Source: an optimization exercise on an open RTL-to-GDS flow (aim: small area, a short achievable clock period and few clock cycles). Production flows keep margins and buffers that such runs may drop.
Where RTL was checked, it was by simulation tests only, not by an equivalence proof against the original.
No activity file was given, so power comes from the tool's default toggle rates.

## north
==> flow/design.v <==
module pvc_encoder (
    input  wire        clk,
    input  wire        rst,
    input  wire        in_valid,
    output reg         in_ready,
    input  wire [19:0] in_x,
    input  wire [19:0] in_last,
    input  wire [19:0] in_desc,
    input  wire        in_force,
    input  wire        in_eob,
    output reg         r_valid,
    output reg  [19:0] r_value,
    output reg         w_valid,
    input  wire        w_ready,
    output wire [19:0] w_data,
    output reg         w_last,
    output reg  [13:0] w_bits
);
    localparam integer T = 43;           
    localparam integer N = T + 24;       
    integer i;
    reg        v0, f0, e0;
    reg [19:0] x0, l0, d0;
    reg [6:0]  sxa0;                      
    reg [6:0]  sxb0;                      
    reg        v1, e1;
    reg [20:0] g1;                        
    reg [3:0]  s1;                        
    reg [4:0]  w1;                        
    reg        k1;                        
    reg [N-1:0] buffer;
    reg [6:0]   cnt;                      
    reg [2:0]   lastpos;                  
    reg         ok;                       
    reg [13:0]  bacc;                     
    reg         en0;                      
    wire en1 = !v1 || ok;                 
    wire ins = v1 && ok;
    always @(posedge clk) begin
        if (en0) begin
            x0 <= in_x;
            l0 <= in_last;
            d0 <= in_desc;
            f0 <= in_force;
            e0 <= in_eob;
            sxa0 <= {1'b0, in_x[5:0]} + {1'b0, ~in_last[5:0]} + 7'd1;
            sxb0 <= {1'b0, in_x[11:6]} + {1'b0, ~in_last[11:6]};
        end
    end
    wire [2:0]  mode  = d0[19:17];
    wire        sg    = d0[16];
    wire [3:0]  q     = d0[15:12];
    wire [11:0] dband = d0[11:0];
    wire m_ex = (mode == 3'd0);
    wire m_dl = (mode == 3'd1);
    wire m_bd = (mode == 3'd2);
    wire m_db = (mode == 3'd3);
    wire m_bb = !(m_ex | m_dl | m_bd | m_db);
    wire [11:0] qmask = ~(12'hfff << q);
    wire [11:0] half  = qmask & ~{1'b0, qmask[11:1]};
    wire [19:0] xo   = x0 | {8'd0, qmask};
    wire        rb   = |(x0[11:0] & half);
    wire        lsb  = |(x0[12:1] & half);
    wire        stk  = |(x0[11:0] & qmask & ~half);
    wire        up   = rb & (stk | lsb);
    wire        clampblk = (&xo[18:0]) & (sg ? ~x0[19] : x0[19]);
    wire        up2  = up & ~clampblk;
    wire [19:0] inc  = xo + 20'd1;
    wire [19:0] vp   = up2 ? inc : (x0 & ~{8'd0, qmask});
    wire [6:0]  sxm  = sxb0 + {6'd0, sxa0[6]};
    wire [11:0] sxl0 = {sxm[5:0], sxa0[5:0]};
    wire        sxc0 = sxm[6];
    wire [8:0]  shi  = {sg & x0[19], x0[19:12]} + ~{sg & l0[19], l0[19:12]} + {8'd0, sxc0};
    wire [20:0] sx0  = {shi, sxl0};
    wire [19:0] dlt  = sx0[19:0];
    wire [11:0] xnl  = ~x0[11:0];
    wire [11:0] evl  = up2 ? (qmask & xnl) : (xnl | ~qmask);
    wire [12:0] svl  = {1'b0, sxl0} + {1'b0, evl} + 13'd1;
    wire [8:0]  svh  = shi + {9{~up2}} + {8'd0, svl[12]};
    wire [20:0] sv   = {svh, svl[11:0]};
    wire [20:0] s    = m_bb ? sv : sx0;
    wire        pass   = f0 | (s[20] ? (~(&s[19:12]) | (~s[11:0] >= dband))
                                     : ((|s[19:12]) | (s[11:0] > dband)));
    wire        keep   = !(m_db | m_bb) | pass;
    wire [19:0] dmag = dlt ^ {20{dlt[19]}};
    reg  [4:0]  n;
    always @* begin
        n = 5'd1;
        for (i = 0; i < 19; i = i + 1)
            if (dmag[i]) n = i[4:0] + 5'd2;
    end
    wire        dsmall = (dmag[18:14] == 5'd0);
    reg  [14:0] dmask;
    always @* begin
        dmask[0] = 1'b1;
        for (i = 1; i < 15; i = i + 1)
            dmask[i] = |(dmag[13:0] >> (i - 1));
    end
    reg [20:0] g;
    reg [3:0]  sa;
    reg [4:0]  w;
    always @* begin
        g = {x0, m_db}; sa = 4'd11; w = 5'd20;
        if (m_dl) begin
            if (dsmall) begin
                g = {1'b0, dlt & {5'd0, dmask}, n[3:0]};
                sa = 4'd12;
                w = n + 5'd4;
            end else begin
                sa = 4'd15;                   
                w = 5'd24;
            end
        end else if (m_bd) begin
            g = {1'b0, vp}; sa = 4'd12 - q; w = 5'd20 - {1'b0, q};
        end else if (m_db) begin
            sa = 4'd12;
            w = 5'd21;
        end else if (m_bb) begin
            g = {1'b0, vp | {8'd0, half}};
            sa = 4'd13 - q;
            w = 5'd21 - {1'b0, q};
        end
    end
    wire [19:0] r = keep ? ((m_bd | m_bb) ? vp : x0) : l0;
    always @(posedge clk) begin
        r_value <= r;
        if (en1) begin
            g1 <= g;
            s1 <= sa;
            w1 <= w;
            k1 <= keep;
            e1 <= e0;
        end
    end
    wire [6:0]    sh    = cnt + {3'd0, s1};
    wire [20:0]   g1g   = g1 & {21{ins & k1}};
    wire [4:0]    wk    = k1 ? w1 : 5'd1;
    wire [N+32:0] big   = {{N{1'b0}}, g1g, 12'd0} << sh;
    wire [N-1:0]  insv  = big[N+23:24];
    wire [N-1:0]  b1    = (cnt == 7'd0) ? insv : (buffer | insv);
    wire [N-1:0]  bsh   = w_valid ? {20'd0, b1[N-1:20]} : b1;
    wire [N-1:0]  bnext = w_ready ? bsh : b1;
    wire [6:0]    csum  = cnt + {2'd0, wk};
    wire [2:0]    cw    = (csum > 7'd60) ? 3'd4 : (csum > 7'd40) ? 3'd3 :
                          (csum > 7'd20) ? 3'd2 : 3'd1;
    wire [6:0]    cround = (csum > 7'd60) ? 7'd80 : (csum > 7'd40) ? 7'd60 :
                           (csum > 7'd20) ? 7'd40 : 7'd20;
    wire          eins  = ins && e1;
    wire [6:0]    c1    = ins ? (e1 ? cround : csum) : cnt;
    wire [2:0]    lp1   = eins ? cw : lastpos;
    wire          v1next = en1 ? v0 : v1;
    wire          e1next = en1 ? e0 : e1;
    wire [6:0]    c1e   = c1 - 7'd20;
    wire [2:0]    lp1e  = (lp1 != 3'd0) ? lp1 - 3'd1 : 3'd0;
    wire          ok_n  = (c1 <= T) && !(e1next && (lp1 != 3'd0));
    wire          ok_e  = (c1e <= T) && !(e1next && (lp1e != 3'd0));
    wire [6:0]    cnext = w_ready ? (w_valid ? c1e : c1) : c1;
    wire [2:0]    lpnext = w_ready ? (w_valid ? lp1e : lp1) : lp1;
    wire          oknext = w_ready ? (w_valid ? ok_e : ok_n) : ok_n;
    wire          wv_n  = (c1 >= 7'd20);
    wire          wv_e  = w_valid ? (c1e >= 7'd20) : wv_n;
    wire          wl_n  = (lp1 == 3'd1);
    wire          wl_e  = w_valid ? (lp1e == 3'd1) : wl_n;
    wire          v0next = in_ready ? in_valid : v0;
    assign w_data = buffer[19:0];
    wire [13:0]   bsum  = bacc + {9'd0, wk};
    always @(posedge clk) begin
        if (eins)
            w_bits <= bsum;
        buffer <= bnext;
    end
    always @(posedge clk) begin
        if (rst) begin
            v0       <= 1'b0;
            v1       <= 1'b0;
            in_ready <= 1'b0;
            en0      <= 1'b1;
            ok       <= 1'b1;
            cnt      <= 7'd0;
            lastpos  <= 3'd0;
            w_valid  <= 1'b0;
            w_last   <= 1'b0;
            bacc     <= 14'd0;
            r_valid  <= 1'b0;
        end else begin
            v0       <= v0next;
            v1       <= v1next;
            ok       <= oknext;
            in_ready <= !v0next || !v1next || oknext;
            en0      <= !(v0next && v1next && !oknext);
            r_valid  <= v0 && en1;
            cnt      <= cnext;
            lastpos  <= lpnext;
            w_valid  <= w_ready ? wv_e : wv_n;
            w_last   <= w_ready ? wl_e : wl_n;
            if (ins)
                bacc <= e1 ? 14'd0 : bsum;
        end
    end
endmodule
clock: 18.0 ns
lec_check: 0
abc_area: 1
cap_margin: 20
core_margin: 2
core_utilization: 55
place_density: 0.7
slew_margin: 20
standard.sh (not shown) runs the stock make flow with config.mk's settings and CLKGATE_MAP_FILE= SYNTH_SCRIPT=/design/flow/synth_recipe.tcl, a recipe that flattens the netlist after the stock synthesis.
==> flow/flow/run.sh <==
#!/bin/bash
# ORFS layout through the standard.sh. The synthesis keeps the standard
# register inference and only maps the logic differently (settings in
# flow/synth_knobs.txt, one per line); setup repair then aims below the clock
# period (flow/knobs.txt). The SDC is unchanged.
set -euo pipefail
cd "$(dirname "$0")/.."
mapfile -t SKNOBS < flow/synth_knobs.txt
mapfile -t KNOBS < flow/knobs.txt
bash standard.sh "${SKNOBS[@]}" synth > synth.log 2>&1
bash standard.sh "${KNOBS[@]}" finish > layout.log 2>&1
==> flow/flow/knobs.txt <==
SETUP_SLACK_MARGIN=13.2
BUFFER_PORTS_ARGS=-buffer_cell sky130_fd_sc_hd__buf_2
CTS_ARGS=-sink_clustering_enable -repair_clock_nets -sink_clustering_size 20 -sink_clustering_max_diameter 80 -buf_list sky130_fd_sc_hd__clkbuf_16 -dont_use_dummy_load
==> flow/flow/synth_knobs.txt <==
ADDER_MAP_FILE=
SYNTH_OPERATIONS_ARGS=-noshare
Here is what was changed in the inputs of south compared with north.
--- a/flow/design.v
+++ b/flow/design.v
@@ -22,6 +22,4 @@
     reg        v0, f0, e0;
     reg [19:0] x0, l0, d0;
-    reg [6:0]  sxa0;                      
-    reg [6:0]  sxb0;                      
     reg        v1, e1;
     reg [20:0] g1;                        
@@ -44,6 +42,4 @@
             f0 <= in_force;
             e0 <= in_eob;
-            sxa0 <= {1'b0, in_x[5:0]} + {1'b0, ~in_last[5:0]} + 7'd1;
-            sxb0 <= {1'b0, in_x[11:6]} + {1'b0, ~in_last[11:6]};
         end
     end
@@ -68,7 +64,7 @@
     wire [19:0] inc  = xo + 20'd1;
     wire [19:0] vp   = up2 ? inc : (x0 & ~{8'd0, qmask});
-    wire [6:0]  sxm  = sxb0 + {6'd0, sxa0[6]};
-    wire [11:0] sxl0 = {sxm[5:0], sxa0[5:0]};
-    wire        sxc0 = sxm[6];
+    wire [12:0] sxm  = {1'b0, x0[11:0]} + {1'b0, ~l0[11:0]} + 13'd1;
+    wire [11:0] sxl0 = sxm[11:0];
+    wire        sxc0 = sxm[12];
     wire [8:0]  shi  = {sg & x0[19], x0[19:12]} + ~{sg & l0[19], l0[19:12]} + {8'd0, sxc0};
     wire [20:0] sx0  = {shi, sxl0};
Findings:
- north was carried through to the last stage, and its layout satisfied the timing, DRC and antenna checks.
- Both conditions hold for south: the flow ran to the end and the final layout passed the timing, DRC and antenna checks.
- From north to south the numbers moved as follows: synthesis-to-finish area growth went down by 1.2 points, wire length went up by about 4%, final estimated routing congestion in global placement went up by 5.0%.
- Relative to north, the final cell area reported for south is lower.
- Non-clock buffer count in south is about 0.55% higher than in north
- Note that the clock power recorded for north amounts to 1.13 times the value seen in south.
Testbench counts of south, summed over its fixed seeds: cycles 33,907.
The RTL of north was laid out without a check of its function.


pvc_encoder, a different RTL version from the one above (not shown whole).
Size in the first run: roughly 120 I/O pins, ~18,000 sq um of cells after synthesis.
Settings: LEC_CHECK=0, ABC_AREA=1, CAP_MARGIN=20, CORE_MARGIN=2, CORE_UTILIZATION=40, CTS_BUF_LIST=sky130_fd_sc_hd__clkbuf_8, CTS_CLUSTER_SIZE=30, SLEW_MARGIN=20; clock period 18.0 ns.
==> flow/flow/run.sh <==
#!/bin/bash
# Standard ORFS layout; setup repair aims below the clock period (the SDC is
# unchanged, only repair_timing's margin). Extra make settings, one per line,
# come from flow/knobs.txt.
set -euo pipefail
cd "$(dirname "$0")/.."
mapfile -t KNOBS < flow/knobs.txt
bash standard.sh synth > synth.log 2>&1
bash standard.sh "${KNOBS[@]}" finish > layout.log 2>&1
==> flow/flow/knobs.txt <==
SETUP_SLACK_MARGIN=12.5
BUFFER_PORTS_ARGS=-buffer_cell sky130_fd_sc_hd__buf_2
Change:
--- a/flow/design.v
+++ b/flow/design.v
@@ -23,14 +23,15 @@
     reg [19:0] x0, l0, d0;
     reg [11:0] sxl0;                      
     reg        sxc0;                      
     reg        v1, e1;
     reg [20:0] g1;                        
     reg [4:0]  s1;                        
     reg [4:0]  w1;                        
+    reg        k1;                        
     reg [N-1:0] buffer;
     reg [6:0]   cnt;                      
     reg [2:0]   lastpos;                  
     reg         ok;                       
     reg [13:0]  bacc;                     
     reg         en0;                      
     wire en1 = !v1 || ok;                 
@@ -80,22 +81,24 @@
     wire [20:0] sx0  = {shi, sxl0};
     wire [11:0] xnl  = ~x0[11:0];
     wire [12:0] svul = {1'b0, sxl0} + {1'b0, qmask & xnl} + 13'd1;
     wire [12:0] svdl = {1'b0, sxl0} + {1'b0, xnl | ~qmask} + 13'd1;
     wire [20:0] svu  = {svul[12] ? ship : shi, svul[11:0]};
     wire [20:0] svd  = {svdl[12] ? shi : shim, svdl[11:0]};
     wire [20:0] sv   = up2 ? svu : svd;
-    wire [20:0] s    = m_bb ? sv : sx0;
     wire [19:0] dlt  = sx0[19:0];
-    wire        sneg   = s[20];
-    wire        gt_pos = (s[11:0] > dband);
-    wire        ge_neg = (~s[11:0] >= dband);
-    wire        p_pos  = (|s[19:12]) | gt_pos;
-    wire        p_neg  = ~(&s[19:12]) | ge_neg;
-    wire        pass   = f0 | (sneg ? p_neg : p_pos);
+    function automatic absgt(input [20:0] v, input [11:0] d);
+        absgt = v[20] ? (~(&v[19:12]) | (~v[11:0] >= d))
+                      : ((|v[19:12]) | (v[11:0] > d));
+    endfunction
+    wire        pass_x = absgt(sx0, dband);
+    wire        pass_u = absgt(svu, dband);
+    wire        pass_d = absgt(svd, dband);
+    wire        pass   = f0 | (m_bb ? (up2 ? pass_u : pass_d) : pass_x);
+    wire        keep   = !(m_db | m_bb) | pass;
     wire [19:0] dmag = dlt ^ {20{dlt[19]}};
     reg  [4:0]  n;
     always @* begin
         n = 5'd1;
         for (i = 0; i < 19; i = i + 1)
             if (dmag[i]) n = i[4:0] + 5'd2;
     end
@@ -118,40 +121,42 @@
             end else begin
                 sa = 5'd16;                   
                 w = 5'd24;
             end
         end else if (m_bd) begin
             g = {1'b0, vp}; sa = 5'd12 - {1'b0, q}; w = 5'd20 - {1'b0, q};
         end else if (m_db) begin
-            g = pass ? {x0, 1'b1} : 21'd0;
-            w = pass ? 5'd21 : 5'd1;
+            g = {x0, 1'b1};
+            w = 5'd21;
         end else if (m_bb) begin
-            g = pass ? {1'b0, vp | {8'd0, half}} : 21'd0;
+            g = {1'b0, vp | {8'd0, half}};
             sa = 5'd13 - {1'b0, q};
-            w = pass ? (5'd21 - {1'b0, q}) : 5'd1;
-        end
-    end
-    wire [19:0] r = ((m_db | m_bb) & !pass) ? l0 : ((m_bd | m_bb) ? vp : x0);
+            w = 5'd21 - {1'b0, q};
+        end
+    end
+    wire [19:0] r = keep ? ((m_bd | m_bb) ? vp : x0) : l0;
     always @(posedge clk) begin
         r_value <= r;
         if (en1) begin
             g1 <= g;
             s1 <= sa;
             w1 <= w;
+            k1 <= keep;
             e1 <= e0;
         end
     end
     wire [6:0]    sh    = cnt + {2'd0, s1};
-    wire [20:0]   g1g   = g1 & {21{ins}};
+    wire [20:0]   g1g   = g1 & {21{ins & k1}};
+    wire [4:0]    wk    = k1 ? w1 : 5'd1;
     wire [N+32:0] big   = {{N{1'b0}}, g1g, 12'd0} << sh;
     wire [N-1:0]  insv  = big[N+23:24];
     wire          emit  = w_valid && w_ready;
     wire [N-1:0]  b1    = buffer | insv;
     wire [N-1:0]  bnext = emit ? {20'd0, b1[N-1:20]} : b1;
-    wire [6:0]    csum  = cnt + {2'd0, w1};
+    wire [6:0]    csum  = cnt + {2'd0, wk};
     wire [2:0]    cw    = (csum > 7'd60) ? 3'd4 : (csum > 7'd40) ? 3'd3 :
                           (csum > 7'd20) ? 3'd2 : 3'd1;
     wire [6:0]    cround = (csum > 7'd60) ? 7'd80 : (csum > 7'd40) ? 7'd60 :
                            (csum > 7'd20) ? 7'd40 : 7'd20;
     wire          eins  = ins && e1;
     wire [6:0]    c1    = ins ? (e1 ? cround : csum) : cnt;
     wire [2:0]    lp1   = eins ? cw : lastpos;
@@ -162,15 +167,15 @@
     wire [6:0]    c1e   = c1 - 7'd20;
     wire [2:0]    lp1e  = (lp1 != 3'd0) ? lp1 - 3'd1 : 3'd0;
     wire          ok_n  = (c1 <= T) && !(e1next && (lp1 != 3'd0));
     wire          ok_e  = (c1e <= T) && !(e1next && (lp1e != 3'd0));
     wire          oknext = emit ? ok_e : ok_n;
     wire          v0next = in_ready ? in_valid : v0;
     assign w_data = buffer[19:0];
-    wire [13:0]   bsum  = bacc + {9'd0, w1};
+    wire [13:0]   bsum  = bacc + {9'd0, wk};
     always @(posedge clk) begin
         if (eins)
             w_bits <= bsum;
     end
     always @(posedge clk) begin
         if (rst) begin
             v0       <= 1'b0;
Effect: Total power came out higher slightly; sequential share of layout area came out higher by 0.63 points; clock skew is about the same; utilization came out lower by 3.0 points; setup slack improved by 0.40 ns; hold slack is about the same; clock power came out lower by a few percent.
Testbench counts after the change, summed over its fixed seeds: cycles 33,907.
For the first run of this note, only the layout was checked, not whether the RTL still works.

==> separate check: timing with driven ports <==
Ports are ideal in the flow. The routed layouts listed here were re-timed in OpenROAD. Step 1: set_driving_cell puts a clkbuf_16 on clk and a buf_2 on each other input, an assumption about the parent block. Step 2 moves the port delays by t, midway between the first and last clock arrival at a register: inputs arrive t later, outputs are due t later. That takes back most of the time a late clock gives input paths. Slacks: ideal ports / drivers / drivers and shift; pairs: ideal ports / drivers.
run | t, ns | setup slack, ns | clock arrival spread, ns | worst register clock-pin slew, ns
north | 0.545 | 13.318 / 13.275 / 12.856 | 0.045 / 0.045 | 0.08 / 0.08
south | 0.542 | 13.347 / 13.293 / 12.861 | 0.032 / 0.032 | 0.09 / 0.09
the first run of note 2 | 0.683 | 12.313 / 12.313 / 12.072 | 0.035 / 0.035 | 0.07 / 0.07
the second run of note 2 | 0.680 | 12.713 / 12.741 / 12.060 | 0.038 / 0.037 | 0.07 / 0.07
After both steps setup and hold are still met in every run listed. The setup slack of the second run of note 2, which loses most, moves by +0.028 ns with the drivers and by -0.653 ns with both steps.
